Background: an optimization exercise with open tools, aiming at small area, a short achievable clock period and few clock cycles per item. Do not read the settings as production practice.
Function was checked by simulation only, so behaviour that the tests miss may differ from the original.

==> flow/design.v <==
module ustep_sine_q (
    input  wire [7:0]  addr,
    output reg  [14:0] q
);
    always @(*) begin
        case (addr)
            8'd0: q = 15'd0;
            8'd1: q = 15'd201;
            8'd2: q = 15'd402;
            8'd3: q = 15'd603;
            8'd4: q = 15'd804;
            8'd5: q = 15'd1005;
            8'd6: q = 15'd1206;
            8'd7: q = 15'd1407;
            8'd8: q = 15'd1608;
            8'd9: q = 15'd1809;
            8'd10: q = 15'd2009;
            8'd11: q = 15'd2210;
            8'd12: q = 15'd2410;
            8'd13: q = 15'd2611;
            8'd14: q = 15'd2811;
            8'd15: q = 15'd3012;
            8'd16: q = 15'd3212;
            8'd17: q = 15'd3412;
            8'd18: q = 15'd3612;
            8'd19: q = 15'd3811;
            8'd20: q = 15'd4011;
            8'd21: q = 15'd4210;
            8'd22: q = 15'd4410;
            8'd23: q = 15'd4609;
            8'd24: q = 15'd4808;
            8'd25: q = 15'd5007;
            8'd26: q = 15'd5205;
            8'd27: q = 15'd5404;
            8'd28: q = 15'd5602;
            8'd29: q = 15'd5800;
            8'd30: q = 15'd5998;
            8'd31: q = 15'd6195;
            8'd32: q = 15'd6393;
            8'd33: q = 15'd6590;
            8'd34: q = 15'd6786;
            8'd35: q = 15'd6983;
            8'd36: q = 15'd7179;
            8'd37: q = 15'd7375;
            8'd38: q = 15'd7571;
            8'd39: q = 15'd7767;
            8'd40: q = 15'd7962;
            8'd41: q = 15'd8157;
            8'd42: q = 15'd8351;
            8'd43: q = 15'd8545;
            8'd44: q = 15'd8739;
            8'd45: q = 15'd8933;
            8'd46: q = 15'd9126;
            8'd47: q = 15'd9319;
            8'd48: q = 15'd9512;
            8'd49: q = 15'd9704;
            8'd50: q = 15'd9896;
            8'd51: q = 15'd10087;
            8'd52: q = 15'd10278;
            8'd53: q = 15'd10469;
            8'd54: q = 15'd10659;
            8'd55: q = 15'd10849;
            8'd56: q = 15'd11039;
            8'd57: q = 15'd11228;
            8'd58: q = 15'd11417;
            8'd59: q = 15'd11605;
            8'd60: q = 15'd11793;
            8'd61: q = 15'd11980;
            8'd62: q = 15'd12167;
            8'd63: q = 15'd12353;
            8'd64: q = 15'd12539;
            8'd65: q = 15'd12725;
            8'd66: q = 15'd12910;
            8'd67: q = 15'd13094;
            8'd68: q = 15'd13279;
            8'd69: q = 15'd13462;
            8'd70: q = 15'd13645;
            8'd71: q = 15'd13828;
            8'd72: q = 15'd14010;
            8'd73: q = 15'd14191;
            8'd74: q = 15'd14372;
            8'd75: q = 15'd14553;
            8'd76: q = 15'd14732;
            8'd77: q = 15'd14912;
            8'd78: q = 15'd15090;
            8'd79: q = 15'd15269;
            8'd80: q = 15'd15446;
            8'd81: q = 15'd15623;
            8'd82: q = 15'd15800;
            8'd83: q = 15'd15976;
            8'd84: q = 15'd16151;
            8'd85: q = 15'd16325;
            8'd86: q = 15'd16499;
            8'd87: q = 15'd16673;
            8'd88: q = 15'd16846;
            8'd89: q = 15'd17018;
            8'd90: q = 15'd17189;
            8'd91: q = 15'd17360;
            8'd92: q = 15'd17530;
            8'd93: q = 15'd17700;
            8'd94: q = 15'd17869;
            8'd95: q = 15'd18037;
            8'd96: q = 15'd18204;
            8'd97: q = 15'd18371;
            8'd98: q = 15'd18537;
            8'd99: q = 15'd18703;
            8'd100: q = 15'd18868;
            8'd101: q = 15'd19032;
            8'd102: q = 15'd19195;
            8'd103: q = 15'd19357;
            8'd104: q = 15'd19519;
            8'd105: q = 15'd19680;
            8'd106: q = 15'd19841;
            8'd107: q = 15'd20000;
            8'd108: q = 15'd20159;
            8'd109: q = 15'd20317;
            8'd110: q = 15'd20475;
            8'd111: q = 15'd20631;
            8'd112: q = 15'd20787;
            8'd113: q = 15'd20942;
            8'd114: q = 15'd21096;
            8'd115: q = 15'd21250;
            8'd116: q = 15'd21403;
            8'd117: q = 15'd21554;
            8'd118: q = 15'd21705;
            8'd119: q = 15'd21856;
            8'd120: q = 15'd22005;
            8'd121: q = 15'd22154;
            8'd122: q = 15'd22301;
            8'd123: q = 15'd22448;
            8'd124: q = 15'd22594;
            8'd125: q = 15'd22739;
            8'd126: q = 15'd22884;
            8'd127: q = 15'd23027;
            8'd128: q = 15'd23170;
            8'd129: q = 15'd23311;
            8'd130: q = 15'd23452;
            8'd131: q = 15'd23592;
            8'd132: q = 15'd23731;
            8'd133: q = 15'd23870;
            8'd134: q = 15'd24007;
            8'd135: q = 15'd24143;
            8'd136: q = 15'd24279;
            8'd137: q = 15'd24413;
            8'd138: q = 15'd24547;
            8'd139: q = 15'd24680;
            8'd140: q = 15'd24811;
            8'd141: q = 15'd24942;
            8'd142: q = 15'd25072;
            8'd143: q = 15'd25201;
            8'd144: q = 15'd25329;
            8'd145: q = 15'd25456;
            8'd146: q = 15'd25582;
            8'd147: q = 15'd25708;
            8'd148: q = 15'd25832;
            8'd149: q = 15'd25955;
            8'd150: q = 15'd26077;
            8'd151: q = 15'd26198;
            8'd152: q = 15'd26319;
            8'd153: q = 15'd26438;
            8'd154: q = 15'd26556;
            8'd155: q = 15'd26674;
            8'd156: q = 15'd26790;
            8'd157: q = 15'd26905;
            8'd158: q = 15'd27019;
            8'd159: q = 15'd27133;
            8'd160: q = 15'd27245;
            8'd161: q = 15'd27356;
            8'd162: q = 15'd27466;
            8'd163: q = 15'd27575;
            8'd164: q = 15'd27683;
            8'd165: q = 15'd27790;
            8'd166: q = 15'd27896;
            8'd167: q = 15'd28001;
            8'd168: q = 15'd28105;
            8'd169: q = 15'd28208;
            8'd170: q = 15'd28310;
            8'd171: q = 15'd28411;
            8'd172: q = 15'd28510;
            8'd173: q = 15'd28609;
            8'd174: q = 15'd28706;
            8'd175: q = 15'd28803;
            8'd176: q = 15'd28898;
            8'd177: q = 15'd28992;
            8'd178: q = 15'd29085;
            8'd179: q = 15'd29177;
            8'd180: q = 15'd29268;
            8'd181: q = 15'd29358;
            8'd182: q = 15'd29447;
            8'd183: q = 15'd29534;
            8'd184: q = 15'd29621;
            8'd185: q = 15'd29706;
            8'd186: q = 15'd29791;
            8'd187: q = 15'd29874;
            8'd188: q = 15'd29956;
            8'd189: q = 15'd30037;
            8'd190: q = 15'd30117;
            8'd191: q = 15'd30195;
            8'd192: q = 15'd30273;
            8'd193: q = 15'd30349;
            8'd194: q = 15'd30424;
            8'd195: q = 15'd30498;
            8'd196: q = 15'd30571;
            8'd197: q = 15'd30643;
            8'd198: q = 15'd30714;
            8'd199: q = 15'd30783;
            8'd200: q = 15'd30852;
            8'd201: q = 15'd30919;
            8'd202: q = 15'd30985;
            8'd203: q = 15'd31050;
            8'd204: q = 15'd31113;
            8'd205: q = 15'd31176;
            8'd206: q = 15'd31237;
            8'd207: q = 15'd31297;
            8'd208: q = 15'd31356;
            8'd209: q = 15'd31414;
            8'd210: q = 15'd31470;
            8'd211: q = 15'd31526;
            8'd212: q = 15'd31580;
            8'd213: q = 15'd31633;
            8'd214: q = 15'd31685;
            8'd215: q = 15'd31736;
            8'd216: q = 15'd31785;
            8'd217: q = 15'd31833;
            8'd218: q = 15'd31880;
            8'd219: q = 15'd31926;
            8'd220: q = 15'd31971;
            8'd221: q = 15'd32014;
            8'd222: q = 15'd32057;
            8'd223: q = 15'd32098;
            8'd224: q = 15'd32137;
            8'd225: q = 15'd32176;
            8'd226: q = 15'd32213;
            8'd227: q = 15'd32250;
            8'd228: q = 15'd32285;
            8'd229: q = 15'd32318;
            8'd230: q = 15'd32351;
            8'd231: q = 15'd32382;
            8'd232: q = 15'd32412;
            8'd233: q = 15'd32441;
            8'd234: q = 15'd32469;
            8'd235: q = 15'd32495;
            8'd236: q = 15'd32521;
            8'd237: q = 15'd32545;
            8'd238: q = 15'd32567;
            8'd239: q = 15'd32589;
            8'd240: q = 15'd32609;
            8'd241: q = 15'd32628;
            8'd242: q = 15'd32646;
            8'd243: q = 15'd32663;
            8'd244: q = 15'd32678;
            8'd245: q = 15'd32692;
            8'd246: q = 15'd32705;
            8'd247: q = 15'd32717;
            8'd248: q = 15'd32728;
            8'd249: q = 15'd32737;
            8'd250: q = 15'd32745;
            8'd251: q = 15'd32752;
            8'd252: q = 15'd32757;
            8'd253: q = 15'd32761;
            8'd254: q = 15'd32765;
            8'd255: q = 15'd32766;
            default: q = 15'd0;
        endcase
    end
endmodule
module ustep_sine_d (
    input  wire [7:0]  addr,
    output reg  [7:0] d
);
    always @(*) begin
        case (addr)
            8'd0: d = 8'd201;
            8'd1: d = 8'd201;
            8'd2: d = 8'd201;
            8'd3: d = 8'd201;
            8'd4: d = 8'd201;
            8'd5: d = 8'd201;
            8'd6: d = 8'd201;
            8'd7: d = 8'd201;
            8'd8: d = 8'd201;
            8'd9: d = 8'd200;
            8'd10: d = 8'd201;
            8'd11: d = 8'd200;
            8'd12: d = 8'd201;
            8'd13: d = 8'd200;
            8'd14: d = 8'd201;
            8'd15: d = 8'd200;
            8'd16: d = 8'd200;
            8'd17: d = 8'd200;
            8'd18: d = 8'd199;
            8'd19: d = 8'd200;
            8'd20: d = 8'd199;
            8'd21: d = 8'd200;
            8'd22: d = 8'd199;
            8'd23: d = 8'd199;
            8'd24: d = 8'd199;
            8'd25: d = 8'd198;
            8'd26: d = 8'd199;
            8'd27: d = 8'd198;
            8'd28: d = 8'd198;
            8'd29: d = 8'd198;
            8'd30: d = 8'd197;
            8'd31: d = 8'd198;
            8'd32: d = 8'd197;
            8'd33: d = 8'd196;
            8'd34: d = 8'd197;
            8'd35: d = 8'd196;
            8'd36: d = 8'd196;
            8'd37: d = 8'd196;
            8'd38: d = 8'd196;
            8'd39: d = 8'd195;
            8'd40: d = 8'd195;
            8'd41: d = 8'd194;
            8'd42: d = 8'd194;
            8'd43: d = 8'd194;
            8'd44: d = 8'd194;
            8'd45: d = 8'd193;
            8'd46: d = 8'd193;
            8'd47: d = 8'd193;
            8'd48: d = 8'd192;
            8'd49: d = 8'd192;
            8'd50: d = 8'd191;
            8'd51: d = 8'd191;
            8'd52: d = 8'd191;
            8'd53: d = 8'd190;
            8'd54: d = 8'd190;
            8'd55: d = 8'd190;
            8'd56: d = 8'd189;
            8'd57: d = 8'd189;
            8'd58: d = 8'd188;
            8'd59: d = 8'd188;
            8'd60: d = 8'd187;
            8'd61: d = 8'd187;
            8'd62: d = 8'd186;
            8'd63: d = 8'd186;
            8'd64: d = 8'd186;
            8'd65: d = 8'd185;
            8'd66: d = 8'd184;
            8'd67: d = 8'd185;
            8'd68: d = 8'd183;
            8'd69: d = 8'd183;
            8'd70: d = 8'd183;
            8'd71: d = 8'd182;
            8'd72: d = 8'd181;
            8'd73: d = 8'd181;
            8'd74: d = 8'd181;
            8'd75: d = 8'd179;
            8'd76: d = 8'd180;
            8'd77: d = 8'd178;
            8'd78: d = 8'd179;
            8'd79: d = 8'd177;
            8'd80: d = 8'd177;
            8'd81: d = 8'd177;
            8'd82: d = 8'd176;
            8'd83: d = 8'd175;
            8'd84: d = 8'd174;
            8'd85: d = 8'd174;
            8'd86: d = 8'd174;
            8'd87: d = 8'd173;
            8'd88: d = 8'd172;
            8'd89: d = 8'd171;
            8'd90: d = 8'd171;
            8'd91: d = 8'd170;
            8'd92: d = 8'd170;
            8'd93: d = 8'd169;
            8'd94: d = 8'd168;
            8'd95: d = 8'd167;
            8'd96: d = 8'd167;
            8'd97: d = 8'd166;
            8'd98: d = 8'd166;
            8'd99: d = 8'd165;
            8'd100: d = 8'd164;
            8'd101: d = 8'd163;
            8'd102: d = 8'd162;
            8'd103: d = 8'd162;
            8'd104: d = 8'd161;
            8'd105: d = 8'd161;
            8'd106: d = 8'd159;
            8'd107: d = 8'd159;
            8'd108: d = 8'd158;
            8'd109: d = 8'd158;
            8'd110: d = 8'd156;
            8'd111: d = 8'd156;
            8'd112: d = 8'd155;
            8'd113: d = 8'd154;
            8'd114: d = 8'd154;
            8'd115: d = 8'd153;
            8'd116: d = 8'd151;
            8'd117: d = 8'd151;
            8'd118: d = 8'd151;
            8'd119: d = 8'd149;
            8'd120: d = 8'd149;
            8'd121: d = 8'd147;
            8'd122: d = 8'd147;
            8'd123: d = 8'd146;
            8'd124: d = 8'd145;
            8'd125: d = 8'd145;
            8'd126: d = 8'd143;
            8'd127: d = 8'd143;
            8'd128: d = 8'd141;
            8'd129: d = 8'd141;
            8'd130: d = 8'd140;
            8'd131: d = 8'd139;
            8'd132: d = 8'd139;
            8'd133: d = 8'd137;
            8'd134: d = 8'd136;
            8'd135: d = 8'd136;
            8'd136: d = 8'd134;
            8'd137: d = 8'd134;
            8'd138: d = 8'd133;
            8'd139: d = 8'd131;
            8'd140: d = 8'd131;
            8'd141: d = 8'd130;
            8'd142: d = 8'd129;
            8'd143: d = 8'd128;
            8'd144: d = 8'd127;
            8'd145: d = 8'd126;
            8'd146: d = 8'd126;
            8'd147: d = 8'd124;
            8'd148: d = 8'd123;
            8'd149: d = 8'd122;
            8'd150: d = 8'd121;
            8'd151: d = 8'd121;
            8'd152: d = 8'd119;
            8'd153: d = 8'd118;
            8'd154: d = 8'd118;
            8'd155: d = 8'd116;
            8'd156: d = 8'd115;
            8'd157: d = 8'd114;
            8'd158: d = 8'd114;
            8'd159: d = 8'd112;
            8'd160: d = 8'd111;
            8'd161: d = 8'd110;
            8'd162: d = 8'd109;
            8'd163: d = 8'd108;
            8'd164: d = 8'd107;
            8'd165: d = 8'd106;
            8'd166: d = 8'd105;
            8'd167: d = 8'd104;
            8'd168: d = 8'd103;
            8'd169: d = 8'd102;
            8'd170: d = 8'd101;
            8'd171: d = 8'd99;
            8'd172: d = 8'd99;
            8'd173: d = 8'd97;
            8'd174: d = 8'd97;
            8'd175: d = 8'd95;
            8'd176: d = 8'd94;
            8'd177: d = 8'd93;
            8'd178: d = 8'd92;
            8'd179: d = 8'd91;
            8'd180: d = 8'd90;
            8'd181: d = 8'd89;
            8'd182: d = 8'd87;
            8'd183: d = 8'd87;
            8'd184: d = 8'd85;
            8'd185: d = 8'd85;
            8'd186: d = 8'd83;
            8'd187: d = 8'd82;
            8'd188: d = 8'd81;
            8'd189: d = 8'd80;
            8'd190: d = 8'd78;
            8'd191: d = 8'd78;
            8'd192: d = 8'd76;
            8'd193: d = 8'd75;
            8'd194: d = 8'd74;
            8'd195: d = 8'd73;
            8'd196: d = 8'd72;
            8'd197: d = 8'd71;
            8'd198: d = 8'd69;
            8'd199: d = 8'd69;
            8'd200: d = 8'd67;
            8'd201: d = 8'd66;
            8'd202: d = 8'd65;
            8'd203: d = 8'd63;
            8'd204: d = 8'd63;
            8'd205: d = 8'd61;
            8'd206: d = 8'd60;
            8'd207: d = 8'd59;
            8'd208: d = 8'd58;
            8'd209: d = 8'd56;
            8'd210: d = 8'd56;
            8'd211: d = 8'd54;
            8'd212: d = 8'd53;
            8'd213: d = 8'd52;
            8'd214: d = 8'd51;
            8'd215: d = 8'd49;
            8'd216: d = 8'd48;
            8'd217: d = 8'd47;
            8'd218: d = 8'd46;
            8'd219: d = 8'd45;
            8'd220: d = 8'd43;
            8'd221: d = 8'd43;
            8'd222: d = 8'd41;
            8'd223: d = 8'd39;
            8'd224: d = 8'd39;
            8'd225: d = 8'd37;
            8'd226: d = 8'd37;
            8'd227: d = 8'd35;
            8'd228: d = 8'd33;
            8'd229: d = 8'd33;
            8'd230: d = 8'd31;
            8'd231: d = 8'd30;
            8'd232: d = 8'd29;
            8'd233: d = 8'd28;
            8'd234: d = 8'd26;
            8'd235: d = 8'd26;
            8'd236: d = 8'd24;
            8'd237: d = 8'd22;
            8'd238: d = 8'd22;
            8'd239: d = 8'd20;
            8'd240: d = 8'd19;
            8'd241: d = 8'd18;
            8'd242: d = 8'd17;
            8'd243: d = 8'd15;
            8'd244: d = 8'd14;
            8'd245: d = 8'd13;
            8'd246: d = 8'd12;
            8'd247: d = 8'd11;
            8'd248: d = 8'd9;
            8'd249: d = 8'd8;
            8'd250: d = 8'd7;
            8'd251: d = 8'd5;
            8'd252: d = 8'd4;
            8'd253: d = 8'd4;
            8'd254: d = 8'd1;
            8'd255: d = 8'd1;
            default: d = 8'd0;
        endcase
    end
endmodule
module ustep_ref (
    input  wire               clk,
    input  wire               rst,
    input  wire               in_valid,
    output wire               in_ready,
    input  wire        [25:0] in_pos,         
    input  wire        [1:0]  in_target,      
    input  wire        [11:0] in_run,
    input  wire        [11:0] in_hold,
    input  wire        [11:0] in_boost,
    input  wire        [7:0]  in_slew,
    input  wire               in_reverse,
    input  wire        [9:0]  in_phase_ofs,
    output reg                out_valid,
    output reg  signed [15:0] out_iref1,
    output reg  signed [15:0] out_iref2,
    output reg         [11:0] out_scale
);
    assign in_ready = 1'b1;
    reg [11:0] target_scale;
    always @(*) begin
        case (in_target)
            2'd1:    target_scale = in_hold;
            2'd2:    target_scale = in_run;
            2'd3:    target_scale = (in_boost == 12'd0) ? in_run : in_boost;
            default: target_scale = 12'd0;
        endcase
    end
    reg        s0_valid;
    reg [13:0] s0_pos;        
    reg        s0_cin;        
    reg [9:0]  s0_ofs;
    reg [11:0] s0_tscale;
    reg        s0_off;
    reg [7:0]  s0_slew;
    always @(posedge clk) begin
        if (rst)
            s0_valid <= 1'b0;
        else
            s0_valid <= in_valid;
        s0_pos    <= in_reverse ? ~in_pos[25:12] : in_pos[25:12];
        s0_cin    <= in_reverse & (in_pos[11:0] == 12'd0);
        s0_ofs    <= in_phase_ofs;
        s0_tscale <= target_scale;
        s0_off    <= (in_target == 2'd0);
        s0_slew   <= in_slew;
    end
    reg        energised;
    reg [11:0] eff_scale;
    wire [12:0] eff_up   = {1'b0, eff_scale} + {5'd0, s0_slew};
    wire [12:0] eff_down = {1'b0, eff_scale} - {5'd0, s0_slew};
    reg [11:0] next_scale;
    always @(*) begin
        if (s0_off)
            next_scale = 12'd0;
        else if (!energised || s0_slew == 8'd0)
            next_scale = s0_tscale;
        else if (s0_tscale > eff_scale)
            next_scale = (eff_up >= {1'b0, s0_tscale}) ? s0_tscale : eff_up[11:0];
        else if (s0_tscale < eff_scale)
            next_scale = (eff_down[12] || eff_down[11:0] <= s0_tscale) ? s0_tscale
                                                                        : eff_down[11:0];
        else
            next_scale = eff_scale;
    end
    always @(posedge clk) begin
        if (rst) begin
            energised <= 1'b0;
            eff_scale <= 12'd0;
        end else if (s0_valid) begin
            energised <= !s0_off;
            eff_scale <= next_scale;
        end
    end
    wire [14:0] pos_c = {s0_pos, 1'b1} + {s0_ofs, 4'd0, s0_cin};
    wire [13:0] x     = pos_c[14:1];
    wire [4:0]  f     = {1'b0, x[3:0]};
    wire [7:0] d_sin, d_cos;
    ustep_sine_d rom_d_sin (.addr(x[11:4]),  .d(d_sin));
    ustep_sine_d rom_d_cos (.addr(~x[11:4]), .d(d_cos));
    wire [12:0] p_sin = d_sin * f + 13'd8;
    wire [12:0] p_cos = d_cos * (5'd16 - f) + 13'd8;
    reg        s1_valid;
    reg [13:4] s1_x;
    reg [7:0]  s1_step_sin, s1_step_cos;
    always @(posedge clk) begin
        if (rst)
            s1_valid <= 1'b0;
        else
            s1_valid <= s0_valid;
        s1_x        <= x[13:4];
        s1_step_sin <= p_sin[11:4];
        s1_step_cos <= p_cos[11:4];
    end
    wire [1:0] quad  = s1_x[13:12];
    wire [7:0] m1    = s1_x[11:4] ^ {8{quad[0]}};
    wire [7:0] step1 = quad[0] ? s1_step_cos : s1_step_sin;
    wire [7:0] step2 = quad[0] ? s1_step_sin : s1_step_cos;
    wire [14:0] q1, q2;
    ustep_sine_q rom_q1 (.addr(m1),  .q(q1));
    ustep_sine_q rom_q2 (.addr(~m1), .q(q2));
    wire [14:0] v1 = q1 + step1;
    wire [14:0] v2 = q2 + step2;
    wire        n1 = quad[1];
    wire        n2 = quad[1] ^ quad[0];
    reg               s2_valid;
    reg [14:0]        s2_w1, s2_w2;    
    reg               s2_n1, s2_n2;
    reg [11:0]        s2_scale;
    always @(posedge clk) begin
        if (rst)
            s2_valid <= 1'b0;
        else
            s2_valid <= s1_valid;
        s2_w1    <= v1 ^ {15{n1}};
        s2_w2    <= v2 ^ {15{n2}};
        s2_n1    <= n1;
        s2_n2    <= n2;
        s2_scale <= eff_scale;
    end
    wire [15:0] i1, i2;
    ustep_scale scale_1 (.e(s2_scale), .w(s2_w1), .neg(s2_n1), .iref(i1));
    ustep_scale scale_2 (.e(s2_scale), .w(s2_w2), .neg(s2_n2), .iref(i2));
    always @(posedge clk) begin
        if (rst)
            out_valid <= 1'b0;
        else
            out_valid <= s2_valid;
        out_iref1 <= i1;
        out_iref2 <= i2;
        out_scale <= s2_scale;
    end
endmodule
module ustep_scale (
    input  wire [11:0] e,
    input  wire [14:0] w,
    input  wire        neg,
    output wire [15:0] iref
);
    wire [15:0] x = {neg, w};
    wire one0 = x[0] ^ neg;
    wire two0 = (x[1] & ~x[0] & ~neg) | (~x[1] & x[0] & neg);
    wire neg0 = x[1];
    wire p0_0 = (((one0 & e[0])) ^ neg0);
    wire p0_1 = (((one0 & e[1]) | (two0 & e[0])) ^ neg0);
    wire p0_2 = (((one0 & e[2]) | (two0 & e[1])) ^ neg0);
    wire p0_3 = (((one0 & e[3]) | (two0 & e[2])) ^ neg0);
    wire p0_4 = (((one0 & e[4]) | (two0 & e[3])) ^ neg0);
    wire p0_5 = (((one0 & e[5]) | (two0 & e[4])) ^ neg0);
    wire p0_6 = (((one0 & e[6]) | (two0 & e[5])) ^ neg0);
    wire p0_7 = (((one0 & e[7]) | (two0 & e[6])) ^ neg0);
    wire p0_8 = (((one0 & e[8]) | (two0 & e[7])) ^ neg0);
    wire p0_9 = (((one0 & e[9]) | (two0 & e[8])) ^ neg0);
    wire p0_10 = (((one0 & e[10]) | (two0 & e[9])) ^ neg0);
    wire p0_11 = (((one0 & e[11]) | (two0 & e[10])) ^ neg0);
    wire p0_12 = (((two0 & e[11])) ^ neg0);
    wire p0_13 = ~neg0;
    wire one1 = x[2] ^ x[1];
    wire two1 = (x[3] & ~x[2] & ~x[1]) | (~x[3] & x[2] & x[1]);
    wire neg1 = x[3];
    wire p1_0 = (((one1 & e[0])) ^ neg1);
    wire p1_1 = (((one1 & e[1]) | (two1 & e[0])) ^ neg1);
    wire p1_2 = (((one1 & e[2]) | (two1 & e[1])) ^ neg1);
    wire p1_3 = (((one1 & e[3]) | (two1 & e[2])) ^ neg1);
    wire p1_4 = (((one1 & e[4]) | (two1 & e[3])) ^ neg1);
    wire p1_5 = (((one1 & e[5]) | (two1 & e[4])) ^ neg1);
    wire p1_6 = (((one1 & e[6]) | (two1 & e[5])) ^ neg1);
    wire p1_7 = (((one1 & e[7]) | (two1 & e[6])) ^ neg1);
    wire p1_8 = (((one1 & e[8]) | (two1 & e[7])) ^ neg1);
    wire p1_9 = (((one1 & e[9]) | (two1 & e[8])) ^ neg1);
    wire p1_10 = (((one1 & e[10]) | (two1 & e[9])) ^ neg1);
    wire p1_11 = (((one1 & e[11]) | (two1 & e[10])) ^ neg1);
    wire p1_12 = (((two1 & e[11])) ^ neg1);
    wire p1_13 = ~neg1;
    wire one2 = x[4] ^ x[3];
    wire two2 = (x[5] & ~x[4] & ~x[3]) | (~x[5] & x[4] & x[3]);
    wire neg2 = x[5];
    wire p2_0 = (((one2 & e[0])) ^ neg2);
    wire p2_1 = (((one2 & e[1]) | (two2 & e[0])) ^ neg2);
    wire p2_2 = (((one2 & e[2]) | (two2 & e[1])) ^ neg2);
    wire p2_3 = (((one2 & e[3]) | (two2 & e[2])) ^ neg2);
    wire p2_4 = (((one2 & e[4]) | (two2 & e[3])) ^ neg2);
    wire p2_5 = (((one2 & e[5]) | (two2 & e[4])) ^ neg2);
    wire p2_6 = (((one2 & e[6]) | (two2 & e[5])) ^ neg2);
    wire p2_7 = (((one2 & e[7]) | (two2 & e[6])) ^ neg2);
    wire p2_8 = (((one2 & e[8]) | (two2 & e[7])) ^ neg2);
    wire p2_9 = (((one2 & e[9]) | (two2 & e[8])) ^ neg2);
    wire p2_10 = (((one2 & e[10]) | (two2 & e[9])) ^ neg2);
    wire p2_11 = (((one2 & e[11]) | (two2 & e[10])) ^ neg2);
    wire p2_12 = (((two2 & e[11])) ^ neg2);
    wire p2_13 = ~neg2;
    wire one3 = x[6] ^ x[5];
    wire two3 = (x[7] & ~x[6] & ~x[5]) | (~x[7] & x[6] & x[5]);
    wire neg3 = x[7];
    wire p3_0 = (((one3 & e[0])) ^ neg3);
    wire p3_1 = (((one3 & e[1]) | (two3 & e[0])) ^ neg3);
    wire p3_2 = (((one3 & e[2]) | (two3 & e[1])) ^ neg3);
    wire p3_3 = (((one3 & e[3]) | (two3 & e[2])) ^ neg3);
    wire p3_4 = (((one3 & e[4]) | (two3 & e[3])) ^ neg3);
    wire p3_5 = (((one3 & e[5]) | (two3 & e[4])) ^ neg3);
    wire p3_6 = (((one3 & e[6]) | (two3 & e[5])) ^ neg3);
    wire p3_7 = (((one3 & e[7]) | (two3 & e[6])) ^ neg3);
    wire p3_8 = (((one3 & e[8]) | (two3 & e[7])) ^ neg3);
    wire p3_9 = (((one3 & e[9]) | (two3 & e[8])) ^ neg3);
    wire p3_10 = (((one3 & e[10]) | (two3 & e[9])) ^ neg3);
    wire p3_11 = (((one3 & e[11]) | (two3 & e[10])) ^ neg3);
    wire p3_12 = (((two3 & e[11])) ^ neg3);
    wire p3_13 = ~neg3;
    wire one4 = x[8] ^ x[7];
    wire two4 = (x[9] & ~x[8] & ~x[7]) | (~x[9] & x[8] & x[7]);
    wire neg4 = x[9];
    wire p4_0 = (((one4 & e[0])) ^ neg4);
    wire p4_1 = (((one4 & e[1]) | (two4 & e[0])) ^ neg4);
    wire p4_2 = (((one4 & e[2]) | (two4 & e[1])) ^ neg4);
    wire p4_3 = (((one4 & e[3]) | (two4 & e[2])) ^ neg4);
    wire p4_4 = (((one4 & e[4]) | (two4 & e[3])) ^ neg4);
    wire p4_5 = (((one4 & e[5]) | (two4 & e[4])) ^ neg4);
    wire p4_6 = (((one4 & e[6]) | (two4 & e[5])) ^ neg4);
    wire p4_7 = (((one4 & e[7]) | (two4 & e[6])) ^ neg4);
    wire p4_8 = (((one4 & e[8]) | (two4 & e[7])) ^ neg4);
    wire p4_9 = (((one4 & e[9]) | (two4 & e[8])) ^ neg4);
    wire p4_10 = (((one4 & e[10]) | (two4 & e[9])) ^ neg4);
    wire p4_11 = (((one4 & e[11]) | (two4 & e[10])) ^ neg4);
    wire p4_12 = (((two4 & e[11])) ^ neg4);
    wire p4_13 = ~neg4;
    wire one5 = x[10] ^ x[9];
    wire two5 = (x[11] & ~x[10] & ~x[9]) | (~x[11] & x[10] & x[9]);
    wire neg5 = x[11];
    wire p5_0 = (((one5 & e[0])) ^ neg5);
    wire p5_1 = (((one5 & e[1]) | (two5 & e[0])) ^ neg5);
    wire p5_2 = (((one5 & e[2]) | (two5 & e[1])) ^ neg5);
    wire p5_3 = (((one5 & e[3]) | (two5 & e[2])) ^ neg5);
    wire p5_4 = (((one5 & e[4]) | (two5 & e[3])) ^ neg5);
    wire p5_5 = (((one5 & e[5]) | (two5 & e[4])) ^ neg5);
    wire p5_6 = (((one5 & e[6]) | (two5 & e[5])) ^ neg5);
    wire p5_7 = (((one5 & e[7]) | (two5 & e[6])) ^ neg5);
    wire p5_8 = (((one5 & e[8]) | (two5 & e[7])) ^ neg5);
    wire p5_9 = (((one5 & e[9]) | (two5 & e[8])) ^ neg5);
    wire p5_10 = (((one5 & e[10]) | (two5 & e[9])) ^ neg5);
    wire p5_11 = (((one5 & e[11]) | (two5 & e[10])) ^ neg5);
    wire p5_12 = (((two5 & e[11])) ^ neg5);
    wire p5_13 = ~neg5;
    wire one6 = x[12] ^ x[11];
    wire two6 = (x[13] & ~x[12] & ~x[11]) | (~x[13] & x[12] & x[11]);
    wire neg6 = x[13];
    wire p6_0 = (((one6 & e[0])) ^ neg6);
    wire p6_1 = (((one6 & e[1]) | (two6 & e[0])) ^ neg6);
    wire p6_2 = (((one6 & e[2]) | (two6 & e[1])) ^ neg6);
    wire p6_3 = (((one6 & e[3]) | (two6 & e[2])) ^ neg6);
    wire p6_4 = (((one6 & e[4]) | (two6 & e[3])) ^ neg6);
    wire p6_5 = (((one6 & e[5]) | (two6 & e[4])) ^ neg6);
    wire p6_6 = (((one6 & e[6]) | (two6 & e[5])) ^ neg6);
    wire p6_7 = (((one6 & e[7]) | (two6 & e[6])) ^ neg6);
    wire p6_8 = (((one6 & e[8]) | (two6 & e[7])) ^ neg6);
    wire p6_9 = (((one6 & e[9]) | (two6 & e[8])) ^ neg6);
    wire p6_10 = (((one6 & e[10]) | (two6 & e[9])) ^ neg6);
    wire p6_11 = (((one6 & e[11]) | (two6 & e[10])) ^ neg6);
    wire p6_12 = (((two6 & e[11])) ^ neg6);
    wire p6_13 = ~neg6;
    wire one7 = x[14] ^ x[13];
    wire two7 = (x[15] & ~x[14] & ~x[13]) | (~x[15] & x[14] & x[13]);
    wire neg7 = x[15];
    wire p7_0 = (((one7 & e[0])) ^ neg7);
    wire p7_1 = (((one7 & e[1]) | (two7 & e[0])) ^ neg7);
    wire p7_2 = (((one7 & e[2]) | (two7 & e[1])) ^ neg7);
    wire p7_3 = (((one7 & e[3]) | (two7 & e[2])) ^ neg7);
    wire p7_4 = (((one7 & e[4]) | (two7 & e[3])) ^ neg7);
    wire p7_5 = (((one7 & e[5]) | (two7 & e[4])) ^ neg7);
    wire p7_6 = (((one7 & e[6]) | (two7 & e[5])) ^ neg7);
    wire p7_7 = (((one7 & e[7]) | (two7 & e[6])) ^ neg7);
    wire p7_8 = (((one7 & e[8]) | (two7 & e[7])) ^ neg7);
    wire p7_9 = (((one7 & e[9]) | (two7 & e[8])) ^ neg7);
    wire p7_10 = (((one7 & e[10]) | (two7 & e[9])) ^ neg7);
    wire p7_11 = (((one7 & e[11]) | (two7 & e[10])) ^ neg7);
    wire p7_12 = (((two7 & e[11])) ^ neg7);
    wire p7_13 = ~neg7;
    wire t1 = p0_8 ^ p1_6;
    wire t2 = p0_8 & p1_6;
    wire t3 = p0_9 ^ p1_7;
    wire t4 = p0_9 & p1_7;
    wire t5 = p0_10 ^ p1_8 ^ p2_6;
    wire t6 = (p0_10 & p1_8) | (p0_10 & p2_6) | (p1_8 & p2_6);
    wire t7 = p3_4 ^ p4_2;
    wire t8 = p3_4 & p4_2;
    wire t9 = p0_11 ^ p1_9 ^ p2_7;
    wire t10 = (p0_11 & p1_9) | (p0_11 & p2_7) | (p1_9 & p2_7);
    wire t11 = p3_5 ^ p4_3;
    wire t12 = p3_5 & p4_3;
    wire t13 = p0_12 ^ p1_10 ^ p2_8;
    wire t14 = (p0_12 & p1_10) | (p0_12 & p2_8) | (p1_10 & p2_8);
    wire t15 = p3_6 ^ p4_4 ^ p5_2;
    wire t16 = (p3_6 & p4_4) | (p3_6 & p5_2) | (p4_4 & p5_2);
    wire t17 = p0_13 ^ p1_11 ^ p2_9;
    wire t18 = (p0_13 & p1_11) | (p0_13 & p2_9) | (p1_11 & p2_9);
    wire t19 = p3_7 ^ p4_5 ^ p5_3;
    wire t20 = (p3_7 & p4_5) | (p3_7 & p5_3) | (p4_5 & p5_3);
    wire t21 = p1_12 ^ p2_10 ^ p3_8;
    wire t22 = (p1_12 & p2_10) | (p1_12 & p3_8) | (p2_10 & p3_8);
    wire t23 = p4_6 ^ p5_4 ^ p6_2;
    wire t24 = (p4_6 & p5_4) | (p4_6 & p6_2) | (p5_4 & p6_2);
    wire t25 = p7_0 ^ neg7;
    wire t26 = p7_0 & neg7;
    wire t27 = p1_13 ^ p2_11 ^ p3_9;
    wire t28 = (p1_13 & p2_11) | (p1_13 & p3_9) | (p2_11 & p3_9);
    wire t29 = p4_7 ^ p5_5 ^ p6_3;
    wire t30 = (p4_7 & p5_5) | (p4_7 & p6_3) | (p5_5 & p6_3);
    wire t31 = p2_12 ^ p3_10 ^ p4_8;
    wire t32 = (p2_12 & p3_10) | (p2_12 & p4_8) | (p3_10 & p4_8);
    wire t33 = p5_6 ^ p6_4;
    wire t34 = p5_6 & p6_4;
    wire t35 = p2_13 ^ p3_11 ^ p4_9;
    wire t36 = (p2_13 & p3_11) | (p2_13 & p4_9) | (p3_11 & p4_9);
    wire t37 = p3_12 ^ p4_10;
    wire t38 = p3_12 & p4_10;
    wire t39 = p0_4 ^ p1_2;
    wire t40 = p0_4 & p1_2;
    wire t41 = p0_5 ^ p1_3;
    wire t42 = p0_5 & p1_3;
    wire t43 = p0_6 ^ p1_4 ^ p2_2;
    wire t44 = (p0_6 & p1_4) | (p0_6 & p2_2) | (p1_4 & p2_2);
    wire t45 = p3_0 ^ neg3;
    wire t46 = p3_0 & neg3;
    wire t47 = p0_7 ^ p1_5 ^ p2_3;
    wire t48 = (p0_7 & p1_5) | (p0_7 & p2_3) | (p1_5 & p2_3);
    wire t49 = p3_1 ^ neg;
    wire t50 = p3_1 & neg;
    wire t51 = p2_4 ^ p3_2 ^ p4_0;
    wire t52 = (p2_4 & p3_2) | (p2_4 & p4_0) | (p3_2 & p4_0);
    wire t53 = neg4 ^ neg ^ t1;
    wire t54 = (neg4 & neg) | (neg4 & t1) | (neg & t1);
    wire t55 = p2_5 ^ p3_3 ^ p4_1;
    wire t56 = (p2_5 & p3_3) | (p2_5 & p4_1) | (p3_3 & p4_1);
    wire t57 = neg ^ t3 ^ t2;
    wire t58 = (neg & t3) | (neg & t2) | (t3 & t2);
    wire t59 = p5_0 ^ neg5 ^ neg;
    wire t60 = (p5_0 & neg5) | (p5_0 & neg) | (neg5 & neg);
    wire t61 = t5 ^ t7 ^ t4;
    wire t62 = (t5 & t7) | (t5 & t4) | (t7 & t4);
    wire t63 = p5_1 ^ ~neg ^ t9;
    wire t64 = (p5_1 & ~neg) | (p5_1 & t9) | (~neg & t9);
    wire t65 = t11 ^ t6 ^ t8;
    wire t66 = (t11 & t6) | (t11 & t8) | (t6 & t8);
    wire t67 = p6_0 ^ neg6 ^ t13;
    wire t68 = (p6_0 & neg6) | (p6_0 & t13) | (neg6 & t13);
    wire t69 = t15 ^ t10 ^ t12;
    wire t70 = (t15 & t10) | (t15 & t12) | (t10 & t12);
    wire t71 = p6_1 ^ 1'b1 ^ t17;
    wire t72 = (p6_1 & 1'b1) | (p6_1 & t17) | (1'b1 & t17);
    wire t73 = t19 ^ t14 ^ t16;
    wire t74 = (t19 & t14) | (t19 & t16) | (t14 & t16);
    wire t75 = 1'b1 ^ t21 ^ t23;
    wire t76 = (1'b1 & t21) | (1'b1 & t23) | (t21 & t23);
    wire t77 = t25 ^ t18 ^ t20;
    wire t78 = (t25 & t18) | (t25 & t20) | (t18 & t20);
    wire t79 = p7_1 ^ t27 ^ t29;
    wire t80 = (p7_1 & t27) | (p7_1 & t29) | (t27 & t29);
    wire t81 = t22 ^ t24 ^ t26;
    wire t82 = (t22 & t24) | (t22 & t26) | (t24 & t26);
    wire t83 = p7_2 ^ 1'b1 ^ t31;
    wire t84 = (p7_2 & 1'b1) | (p7_2 & t31) | (1'b1 & t31);
    wire t85 = t33 ^ t28 ^ t30;
    wire t86 = (t33 & t28) | (t33 & t30) | (t28 & t30);
    wire t87 = p5_7 ^ p6_5 ^ p7_3;
    wire t88 = (p5_7 & p6_5) | (p5_7 & p7_3) | (p6_5 & p7_3);
    wire t89 = t35 ^ t32 ^ t34;
    wire t90 = (t35 & t32) | (t35 & t34) | (t32 & t34);
    wire t91 = p5_8 ^ p6_6 ^ p7_4;
    wire t92 = (p5_8 & p6_6) | (p5_8 & p7_4) | (p6_6 & p7_4);
    wire t93 = 1'b1 ^ t37 ^ t36;
    wire t94 = (1'b1 & t37) | (1'b1 & t36) | (t37 & t36);
    wire t95 = p3_13 ^ p4_11 ^ p5_9;
    wire t96 = (p3_13 & p4_11) | (p3_13 & p5_9) | (p4_11 & p5_9);
    wire t97 = p6_7 ^ p7_5 ^ t38;
    wire t98 = (p6_7 & p7_5) | (p6_7 & t38) | (p7_5 & t38);
    wire t99 = p4_12 ^ p5_10 ^ p6_8;
    wire t100 = (p4_12 & p5_10) | (p4_12 & p6_8) | (p5_10 & p6_8);
    wire t101 = p7_6 ^ 1'b1;
    wire t102 = p7_6 & 1'b1;
    wire t103 = p4_13 ^ p5_11 ^ p6_9;
    wire t104 = (p4_13 & p5_11) | (p4_13 & p6_9) | (p5_11 & p6_9);
    wire t105 = p5_12 ^ p6_10;
    wire t106 = p5_12 & p6_10;
    wire t107 = p0_2 ^ p1_0;
    wire t108 = p0_2 & p1_0;
    wire t109 = p0_3 ^ p1_1;
    wire t110 = p0_3 & p1_1;
    wire t111 = p2_0 ^ neg2 ^ neg;
    wire t112 = (p2_0 & neg2) | (p2_0 & neg) | (neg2 & neg);
    wire t113 = p2_1 ^ neg ^ t41;
    wire t114 = (p2_1 & neg) | (p2_1 & t41) | (neg & t41);
    wire t115 = neg ^ t43 ^ t45;
    wire t116 = (neg & t43) | (neg & t45) | (t43 & t45);
    wire t117 = t47 ^ t49 ^ t44;
    wire t118 = (t47 & t49) | (t47 & t44) | (t49 & t44);
    wire t119 = t51 ^ t53 ^ t48;
    wire t120 = (t51 & t53) | (t51 & t48) | (t53 & t48);
    wire t121 = t55 ^ t57 ^ t52;
    wire t122 = (t55 & t57) | (t55 & t52) | (t57 & t52);
    wire t123 = t59 ^ t61 ^ t56;
    wire t124 = (t59 & t61) | (t59 & t56) | (t61 & t56);
    wire t125 = t63 ^ t65 ^ t60;
    wire t126 = (t63 & t65) | (t63 & t60) | (t65 & t60);
    wire t127 = t67 ^ t69 ^ t64;
    wire t128 = (t67 & t69) | (t67 & t64) | (t69 & t64);
    wire t129 = t71 ^ t73 ^ t68;
    wire t130 = (t71 & t73) | (t71 & t68) | (t73 & t68);
    wire t131 = t75 ^ t77 ^ t72;
    wire t132 = (t75 & t77) | (t75 & t72) | (t77 & t72);
    wire t133 = t79 ^ t81 ^ t76;
    wire t134 = (t79 & t81) | (t79 & t76) | (t81 & t76);
    wire t135 = t83 ^ t85 ^ t80;
    wire t136 = (t83 & t85) | (t83 & t80) | (t85 & t80);
    wire t137 = t87 ^ t89 ^ t84;
    wire t138 = (t87 & t89) | (t87 & t84) | (t89 & t84);
    wire t139 = t91 ^ t93 ^ t88;
    wire t140 = (t91 & t93) | (t91 & t88) | (t93 & t88);
    wire t141 = t95 ^ t97 ^ t92;
    wire t142 = (t95 & t97) | (t95 & t92) | (t97 & t92);
    wire t143 = t99 ^ t101 ^ t96;
    wire t144 = (t99 & t101) | (t99 & t96) | (t101 & t96);
    wire t145 = p7_7 ^ t103 ^ t100;
    wire t146 = (p7_7 & t103) | (p7_7 & t100) | (t103 & t100);
    wire t147 = p7_8 ^ 1'b1 ^ t105;
    wire t148 = (p7_8 & 1'b1) | (p7_8 & t105) | (1'b1 & t105);
    wire t149 = p5_13 ^ p6_11 ^ p7_9;
    wire t150 = (p5_13 & p6_11) | (p5_13 & p7_9) | (p6_11 & p7_9);
    wire t151 = p6_12 ^ p7_10;
    wire t152 = p6_12 & p7_10;
    wire t153 = p0_0 ^ neg0;
    wire t154 = p0_0 & neg0;
    wire t155 = p0_1 ^ neg;
    wire t156 = p0_1 & neg;
    wire t157 = neg1 ^ neg ^ t107;
    wire t158 = (neg1 & neg) | (neg1 & t107) | (neg & t107);
    wire t159 = neg ^ t109 ^ t108;
    wire t160 = (neg & t109) | (neg & t108) | (t109 & t108);
    wire t161 = t39 ^ t111 ^ t110;
    wire t162 = (t39 & t111) | (t39 & t110) | (t111 & t110);
    wire t163 = t40 ^ t113 ^ t112;
    wire t164 = (t40 & t113) | (t40 & t112) | (t113 & t112);
    wire t165 = t42 ^ t115 ^ t114;
    wire t166 = (t42 & t115) | (t42 & t114) | (t115 & t114);
    wire t167 = t46 ^ t117 ^ t116;
    wire t168 = (t46 & t117) | (t46 & t116) | (t117 & t116);
    wire t169 = t50 ^ t119 ^ t118;
    wire t170 = (t50 & t119) | (t50 & t118) | (t119 & t118);
    wire t171 = t54 ^ t121 ^ t120;
    wire t172 = (t54 & t121) | (t54 & t120) | (t121 & t120);
    wire t173 = t58 ^ t123 ^ t122;
    wire t174 = (t58 & t123) | (t58 & t122) | (t123 & t122);
    wire t175 = t62 ^ t125 ^ t124;
    wire t176 = (t62 & t125) | (t62 & t124) | (t125 & t124);
    wire t177 = t66 ^ t127 ^ t126;
    wire t178 = (t66 & t127) | (t66 & t126) | (t127 & t126);
    wire t179 = t70 ^ t129 ^ t128;
    wire t180 = (t70 & t129) | (t70 & t128) | (t129 & t128);
    wire t181 = t74 ^ t131 ^ t130;
    wire t182 = (t74 & t131) | (t74 & t130) | (t131 & t130);
    wire t183 = t78 ^ t133 ^ t132;
    wire t184 = (t78 & t133) | (t78 & t132) | (t133 & t132);
    wire t185 = t82 ^ t135 ^ t134;
    wire t186 = (t82 & t135) | (t82 & t134) | (t135 & t134);
    wire t187 = t86 ^ t137 ^ t136;
    wire t188 = (t86 & t137) | (t86 & t136) | (t137 & t136);
    wire t189 = t90 ^ t139 ^ t138;
    wire t190 = (t90 & t139) | (t90 & t138) | (t139 & t138);
    wire t191 = t94 ^ t141 ^ t140;
    wire t192 = (t94 & t141) | (t94 & t140) | (t141 & t140);
    wire t193 = t98 ^ t143 ^ t142;
    wire t194 = (t98 & t143) | (t98 & t142) | (t143 & t142);
    wire t195 = t102 ^ t145 ^ t144;
    wire t196 = (t102 & t145) | (t102 & t144) | (t145 & t144);
    wire t197 = t104 ^ t147 ^ t146;
    wire t198 = (t104 & t147) | (t104 & t146) | (t147 & t146);
    wire t199 = t106 ^ t149 ^ t148;
    wire t200 = (t106 & t149) | (t106 & t148) | (t149 & t148);
    wire t201 = 1'b1 ^ t151 ^ t150;
    wire t202 = (1'b1 & t151) | (1'b1 & t150) | (t151 & t150);
    wire t203 = p6_13 ^ p7_11 ^ t152;
    wire t204 = (p6_13 & p7_11) | (p6_13 & t152) | (p7_11 & t152);
    wire t205 = p7_12 ^ 1'b1;
    wire t206 = p7_12 & 1'b1;
    wire [27:0] ra = {p7_13, t205, t203, t201, t199, t197, t195, t193, t191, t189, t187, t185, t183, t181, t179, t177, t175, t173, t171, t169, t167, t165, t163, t161, t159, t157, t155, neg};
    wire [27:0] rb = {t206, t204, t202, t200, t198, t196, t194, t192, t190, t188, t186, t184, t182, t180, t178, t176, t174, t172, t170, t168, t166, t164, t162, t160, t158, t156, t154, t153};
    wire [27:0] r  = ra + rb;
    assign iref = r[27:12];
endmodule
==> flow/run.sh <==
#!/bin/bash
# synth_recipe.tcl (not shown) runs the flow's synth.tcl, then flattens the netlist and writes it again
# the make line also repeats each setting of config.mk as NAME=value (left out here)
make -C /OpenROAD-flow-scripts/flow DESIGN_CONFIG=/design/flow/config.mk WORK_HOME=/design/flow/orfs CLKGATE_MAP_FILE= SYNTH_SCRIPT=/design/flow/synth_recipe.tcl finish
==> flow/config.mk <==
export PLATFORM = sky130hd
export DESIGN_NAME = ustep_ref
export DESIGN_NICKNAME = ustep_ref
export VERILOG_FILES = /design/flow/design.v
export SDC_FILE = /design/flow/constraint.sdc
export NUM_CORES = 4
export LEC_CHECK = 0
export ABC_AREA = 1
export CAP_MARGIN = 20
export CORE_MARGIN = 2
export CORE_UTILIZATION = 30
export SLEW_MARGIN = 60
export SYNTH_MEMORY_MAX_BITS = 65536
==> flow/constraint.sdc <==
create_clock -name core_clock -period 22.0 [get_ports {clk}]
set_input_delay 4.4000 -clock core_clock [delete_from_list [all_inputs] [get_ports {clk}]]
set_output_delay 4.4000 -clock core_clock [all_outputs]
set_load 0.01 [all_outputs]
==> summary.txt, run 1 <==
Clock Skew: 34.2 ps
Main synth FF type: dfxtp_1
Slew headroom: 0.538
synth warn: 3
Global Route Usage Sum: 0.253
clk root buf: clkbuf_16
final setup vio count: 0
First-pass DRT Iterations: 7
CTS Hold Buffers Added: 0
nets@finish: 4947
crit end category: flop
vias in the first global route: 30814
Post-Syn Instances: 4410
largest net degree at the start of global routing: 73
Max clock buf depth: 2
Mapped Area: 0.0296 sq mm
I/O pins: 132
die width: 318 um
I/O Buffers: 130
Starting DRT DRC Count: 3736
worst min-delay path class: reg -> reg
Via-to-Cell Ratio: 5.60
r2r startpoint: s0_ofs[2]
dpl cell area: 0.0324 sq mm
die area: 0.101 sq mm
Critical Path RT: 22440 ps
GPL Wtd Cong: 1.10
CTS Sinks: 177
Max Slew Vio Count: 0
Final Cycle Share: 0.318
initial antenna violation count: 4
crit start category: flop
total CTS buffers: 17
H-Tree Depth: 4
Synth top area share: 0.125
startpoint of the worst hold path: s2_scale[5]
site row count: 115
ranking of synthesized cells by area: fa_1 (13%), dfxtp_1 (12%), ha_1 (11%)
WL/cell: 23.1 um
TritonCTS clock tree: built
fin area: 0.0331 sq mm
crit-path max cell delay: 580 ps
post-DP HPWL: 100000 um
top-count cell post-synth: nand2_1
Setup Fix Bufs, Post-CTS: 0
top cells by instance count after synthesis: nand2_1 (815), inv_1 (626), nor2_1 (383)
outcome: no timing/DRC/antenna violations
core area: 0.0981 sq mm
Yosys reg bits: 177
distinct cell type count of the synthesized netlist: 73
sequential area share after synthesis: 0.120
Avg Cell Area, Syn: 6.72 sq um
PostCTS Resize Cnt: 0
remaining antenna violation count after routing: 0
DR vias: 32010
area leader, netlist: fa_1
ys async rst share: 0
worst-path fanout max: 30
die height: 318 um
DR DRC count: 0
setup tns final: 0 ps
RSZ-0062 raised after global routing: false
Critical path origin: s0_ofs[2]
first-pass GRT wire length: 196000 um
gr ovfl total: 0
slew of the pin with the lowest slew margin: 690 ps
clock latency on the worst-skew pair: 530 ps
drt total wl: 132000 um
CP max-delay cell: nor2_1
Area Overhead vs Synth: 11.9%
Post-synth EDFFs: 0
Final Hold Fails: 0
Initial Util: 0.302
fin crit period: 7010 ps
maximum clock rate: 143 MHz
WP data arrival: 7450 ps
Top cell by count, worst path: nor2_1
ratio of cells with drive above 1 in the final layout: 0.0666
MaxCap Viol Count: 0
Synth Net Count: 4943
CP Class: reg -> reg
Reg clk slew, reported paths: 80 ps
[metal layers]
layer  GRT usage  vias to the layer above  wire (um)
li1            -                    14595          -
met1       0.336                    15090      55100
met5           0                        -         17
met3      0.0579                      447      13400
met2       0.381                     1876      55500
met4       0.130                        2       7780
[flip-flops by register name, indices dropped and copies added, names as in the netlist, 10 cells and up]
register,count
s2_w1,15
s0_pos,14
eff_scale,12
out_scale,12
out_iref1,16
s0_tscale,12
s2_scale,12
s1_x,10
out_iref2,16
s0_ofs,10
s2_w2,15
[final timing paths]
path               endpoint  slack, ps  depth (start not counted)
max          s1_step_cos[7]      14990                         36
min            out_scale[5]        350                          0
max reg2reg  s1_step_cos[7]      14990                         36
min reg2reg    out_scale[5]        350                          0
[cell type report]
cell class                      instances  area (sq um)
Fill cell                           10787         65000
Multi-Input combinational cell       3343         22900
Sequential cell                       177          3560
Inverter                              673          2540
Timing Repair Buffer                  202          1830
Tap cell                             1287          1610
Clock buffer                           17           425
Clock inverter                         15           233
Antenna cell                            2          5.00
[layout by cell type (no fill, tap or decap), types with 128 or more instances in the layout]
cell type        instances
inv_1                  622
nand3_1                217
clkdlybuf4s50_1        128
nand2_1                810
dfxtp_1                163
xor2_1                 307
fa_1                   185
o21ai_0                230
o22ai_1                200
nor2_1                 368
a21oi_1                255
ha_1                   261
[kinds of logic (layout without fill, tap and decap cells)]
family,Yosys count,in the layout,share of synthesized area
and+or+nand+nor,1574,1574,0.223
AOI/OAI and AO/OA,978,978,0.199
buffers and inverters,890,907,0.119
adders and majority gates,447,447,0.236
xor gates and xnor gates,343,343,0.103
DFF,177,177,0.120
other,1,3,0.000127
[worst max-delay path, delay by kind of cell, from the launching register on]
family | cells | cell delay (ps)
AOI/OAI and AO/OA | 5 | 690
DFF | 1 | 310
adders and majority gates | 6 | 2420
and+or+nand+nor | 15 | 1790
buffers and inverters | 8 | 1460
xor gates and xnor gates | 2 | 280
[through the flow]
| stage | std cells | setup slack, ps | utilization | hold slack [ps] |
|---|---|---|---|---|
| detailed placement | 5680 | 15190 | 0.330 | 338 |
| global placement | 5678 | 14920 | 0.327 | 338 |
| global route | 5714 | 14280 | 0.338 | 364 |
| CTS | 5712 | 15150 | 0.337 | 354 |
| finish | 5716 | 14990 | 0.338 | 353 |
| floorplan | 4410 | 16230 | - | 329 |
Testbench counts, summed over its fixed seeds: cycles 24,032, items 24,000.
==> run 2, diff against run 1 <==
--- a/flow/design.v
+++ b/flow/design.v
@@ -606,35 +606,38 @@
     end
     wire [14:0] pos_c = {s0_pos, 1'b1} + {s0_ofs, 4'd0, s0_cin};
     wire [13:0] x     = pos_c[14:1];
-    wire [4:0]  f     = {1'b0, x[3:0]};
-    wire [7:0] d_sin, d_cos;
-    ustep_sine_d rom_d_sin (.addr(x[11:4]),  .d(d_sin));
-    ustep_sine_d rom_d_cos (.addr(~x[11:4]), .d(d_cos));
-    wire [12:0] p_sin = d_sin * f + 13'd8;
-    wire [12:0] p_cos = d_cos * (5'd16 - f) + 13'd8;
+    wire [7:0]  m1 = x[11:4] ^ {8{x[12]}};
+    wire [14:0] q1, q2;
+    wire [7:0]  d1, d2;
+    ustep_sine_q rom_q1 (.addr(m1),  .q(q1));
+    ustep_sine_q rom_q2 (.addr(~m1), .q(q2));
+    ustep_sine_d rom_d1 (.addr(m1),  .d(d1));
+    ustep_sine_d rom_d2 (.addr(~m1), .d(d2));
     reg        s1_valid;
-    reg [13:4] s1_x;
-    reg [7:0]  s1_step_sin, s1_step_cos;
+    reg [1:0]  s1_quad;
+    reg [3:0]  s1_f;
+    reg [14:0] s1_q1, s1_q2;
+    reg [7:0]  s1_d1, s1_d2;
     always @(posedge clk) begin
         if (rst)
             s1_valid <= 1'b0;
         else
             s1_valid <= s0_valid;
-        s1_x        <= x[13:4];
-        s1_step_sin <= p_sin[11:4];
-        s1_step_cos <= p_cos[11:4];
+        s1_quad <= x[13:12];
+        s1_f    <= x[3:0];
+        s1_q1   <= q1;
+        s1_q2   <= q2;
+        s1_d1   <= d1;
+        s1_d2   <= d2;
     end
-    wire [1:0] quad  = s1_x[13:12];
-    wire [7:0] m1    = s1_x[11:4] ^ {8{quad[0]}};
-    wire [7:0] step1 = quad[0] ? s1_step_cos : s1_step_sin;
-    wire [7:0] step2 = quad[0] ? s1_step_sin : s1_step_cos;
-    wire [14:0] q1, q2;
-    ustep_sine_q rom_q1 (.addr(m1),  .q(q1));
-    ustep_sine_q rom_q2 (.addr(~m1), .q(q2));
-    wire [14:0] v1 = q1 + step1;
-    wire [14:0] v2 = q2 + step2;
-    wire        n1 = quad[1];
-    wire        n2 = quad[1] ^ quad[0];
+    wire [1:0]  quad = s1_quad;
+    wire [4:0]  f    = {1'b0, s1_f};
+    wire [4:0]  g1   = quad[0] ? 5'd16 - f : f;
+    wire [4:0]  g2   = quad[0] ? f : 5'd16 - f;
+    wire [18:0] v1   = {s1_q1, 4'd0} + s1_d1 * g1 + 19'd8;
+    wire [18:0] v2   = {s1_q2, 4'd0} + s1_d2 * g2 + 19'd8;
+    wire        n1   = quad[1];
+    wire        n2   = quad[1] ^ quad[0];
     reg               s2_valid;
     reg [14:0]        s2_w1, s2_w2;    
     reg               s2_n1, s2_n2;
@@ -644,8 +647,8 @@
             s2_valid <= 1'b0;
         else
             s2_valid <= s1_valid;
-        s2_w1    <= v1 ^ {15{n1}};
-        s2_w2    <= v2 ^ {15{n2}};
+        s2_w1    <= v1[18:4] ^ {15{n1}};
+        s2_w2    <= v2[18:4] ^ {15{n2}};
         s2_n1    <= n1;
         s2_n2    <= n2;
         s2_scale <= eff_scale;
--- a/flow/config.mk
+++ b/flow/config.mk
@@ -8,6 +8,6 @@
 export ABC_AREA = 1
 export CAP_MARGIN = 20
 export CORE_MARGIN = 2
-export CORE_UTILIZATION = 30
+export CORE_UTILIZATION = 55
 export SLEW_MARGIN = 60
 export SYNTH_MEMORY_MAX_BITS = 65536
==> run 2 against run 1 <==
  * Still clean
  * Synthesized cell count up 5.8%
  * Maximum frequency up 18%
  * Register-to-register slack better by 1500 ps
  * Setup slack better by 1100 ps
  * Global-route usage up 16 points
  * Wire length down 9.1%
  * Area after synthesis up 1.6%
  * Hold slack worse by 8.9 ps
  * Critical path depth down 30
  * Highest routed layer unchanged
==> summary.txt, run 2 <==
outcome: no timing/DRC/antenna violations
fin area: 0.0327 sq mm
I/O Buffers: 130
area leader, netlist: nand2_1
largest registers: out_iref1 (16), out_iref2 (16)
top cells by instance count after synthesis: nand2_1 (1340), inv_1 (594), nand3_1 (334)
hold slack: 344 ps
TritonCTS clock tree: built
WL/cell: 22.4 um
Via-to-Cell Ratio: 6.10
first-pass GRT wire length: 180000 um
slew of the pin with the lowest slew margin: 646 ps
met3 Use GR: 0.131
crit-path max cell delay: 550 ps
Max clock buf depth: 3
M1 GR Usage: 0.519
site row count: 85
Setup WS post-layout: 16080 ps
Starting DRT DRC Count: 4771
Mapped Area: 0.0301 sq mm
Clock Skew: 29.4 ps
largest net degree at the start of global routing: 74
Synth Net Count: 5181
maximum clock rate: 169 MHz
clk root buf: clkbuf_16
worst-path fanout max: 12
drt total wl: 120000 um
core area: 0.0539 sq mm
PostCTS Resize Cnt: 0
remaining antenna violation count after routing: 0
ratio of cells with drive above 1 in the final layout: 0.0435
fin crit period: 5920 ps
MaxCap Viol Count: 0
top-count cell post-synth: nand2_1
Synth top area share: 0.167
worst min-delay path class: reg -> reg
Reg clk slew, reported paths: 60 ps
Max Slew Vio Count: 0
met2 usage: 0.619
Post-Syn Instances: 4665
Area Overhead vs Synth: 8.65%
commonest non-fill, non-tap cells in the layout: nand2_1 (1324), inv_1 (592), nand3_1 (332), nor2_1 (308), xor2_1 (282)
ys async rst share: 0
I/O pins: 132
delay-heaviest family, CP: simple AND/OR/NAND/NOR gates
Hold EP: out_scale[2]
r2r startpoint: s2_w2[9]
worst r2r dst: out_iref2[15]
Critical Path RT: 22420 ps
post-DP HPWL: 88200 um
total CTS buffers: 25
Yosys reg bits: 203
Hold Path Depth: 0
setup tns final: 0 ps
CP max-delay cell: or4_1
Final Hold Fails: 0
CP Cell Sequence: clkdlybuf4s50_1 > or4_1 > nor4_2 > nand2_1 > o21ai_0 > nand3_1
CP Class: in -> reg
Setup Fix Bufs, Post-CTS: 0
Fillers: 5373
Main synth FF type: dfxtp_1
Final Cycle Share: 0.269
Global Route Usage Sum: 0.412
crit end category: flop
dpl cell area: 0.0318 sq mm
Avg Cell Area, Syn: 6.45 sq um
gr ovfl total: 0
CTS Sinks: 203
Initial Util: 0.558
Util after Layout: 0.606
Post-synth EDFFs: 0
sequential area share after synthesis: 0.135
clock latency on the worst-skew pair: 570 ps
CP bufs+invs: 1
die width: 238 um
CTS Hold Buffers Added: 0
First-pass DRT Iterations: 12
cell depth of the worst flop-to-flop path: 22
DR vias: 32577
synth warn: 3
die area: 0.0566 sq mm
commonest non-fill, non-tap cell in the layout: nand2_1
vias in the first global route: 30607
pre-CTS WS: 15360 ps
distinct cell type count of the synthesized netlist: 52
DR DRC count: 0
Reg2Reg Setup Slack: 16510 ps
H-Tree Depth: 1
RSZ-0062 raised after global routing: false
initial antenna violation count: 7
GR peak layer: met2
GPL Wtd Cong: 1.11
crit start category: primary input
WP data arrival: 6340 ps
nets@finish: 5139
ranking of synthesized cells by area: nand2_1 (17%), fa_1 (14%), dfxtp_1 (14%)
final setup vio count: 0
startpoint of the worst hold path: s2_scale[2]
die height: 238 um
Slew headroom: 0.568
-- run 2: changes by cell type after synthesis, sizes merged, moves of 24 or more --
| cell | delta |
|---|---|
| nand2 | +511 |
| nand3 | +112 |
| nor2 | -82 |
| inv | -65 |
| o21ai | -57 |
| ha | -38 |
| dfxtp | +26 |
| xor2 | -24 |
-- run 2: cell type report --
type                       count  area [sq um]  area share
multi-input combinational   3611         23000       0.702
clock buffer                  27           633      0.0194
inverter                     608          2290      0.0699
clock inverter                17           176     0.00540
tap                          696           871      0.0266
sequential                   203          4080       0.125
antenna                        2          5.00    0.000153
timing repair buffer         174          1690      0.0516
-- run 2: stage by stage --
| step | instances |
|---|---|
| finish | 5338 |
| global route | 5336 |
| CTS | 5336 |
| detailed placement | 5292 |
| global placement | 5289 |
| floorplan | 4665 |
-- run 2: worst register-to-register path: cells and delay by family, from the launching register on --
kind | cells | cell delay [ps]
xor+xnor | 2 | 320
flops | 1 | 630
buf+inv | 5 | 620
fa+ha+maj | 5 | 2340
compound gates | 5 | 910
simple gates | 5 | 550
-- run 2: worst max path at each step --
stage	start	end	slack [ps]	depth (start not counted)
global placement	in_boost[6]	s0_tscale[3]	15410	6
detailed placement	in_boost[6]	s0_tscale[0]	15360	6
global route	in_boost[6]	s0_tscale[0]	15890	6
CTS	in_boost[6]	s0_tscale[0]	15940	6
floorplan	in_boost[6]	s0_tscale[0]	16120	6
finish	in_boost[6]	s0_tscale[0]	16080	6
-- run 2: logic make-up (layout without fill, tap and decap cells) --
logic type	after synthesis	after routing	share of synthesized area
simple gates	2115	2115	0.289
buf+inv	851	826	0.111
compound gates	742	742	0.139
fa+ha+maj	430	430	0.230
xor+xnor	323	323	0.0945
flops	203	203	0.135
other cells	1	3	0.000125
-- run 2: per-layer routing --
metal,vias to the layer above,share of wire
met3,590,0.13
met1,14817,0.38
met4,10,0.073
li1,14924,-
met5,-,0.0017
met2,2236,0.41
Testbench counts of run 2, summed over its fixed seeds: cycles 24,032, items 24,000.

re-timing with driven ports:
Ports are ideal in the flow. The routed layouts listed here were re-timed in OpenROAD.
Step 1, drivers: a clkbuf_16 drives clk and a buf_2 each remaining input, both assumed.
Step 2 times the ports against the registers' clock, not the clock port: input delays grow and output delays shrink by t, the midpoint of the rising clock arrivals with the driver on.
a / b / c = ideal / step 1 / step 2; a / b = the first two.
run	shift t [ns]	slack for setup (ns)	worst setup path at the end	pins driven straight from the clock port
run 1	0.577	14.994 / 14.994 / 14.994	register to register	1
run 2	0.621	16.082 / 16.101 / 15.503	input to register	1
After both steps setup and hold are still met in every run listed. For run 2, which loses most, drivers alone change the setup slack by +0.019 ns; drivers and shift together by -0.579 ns.
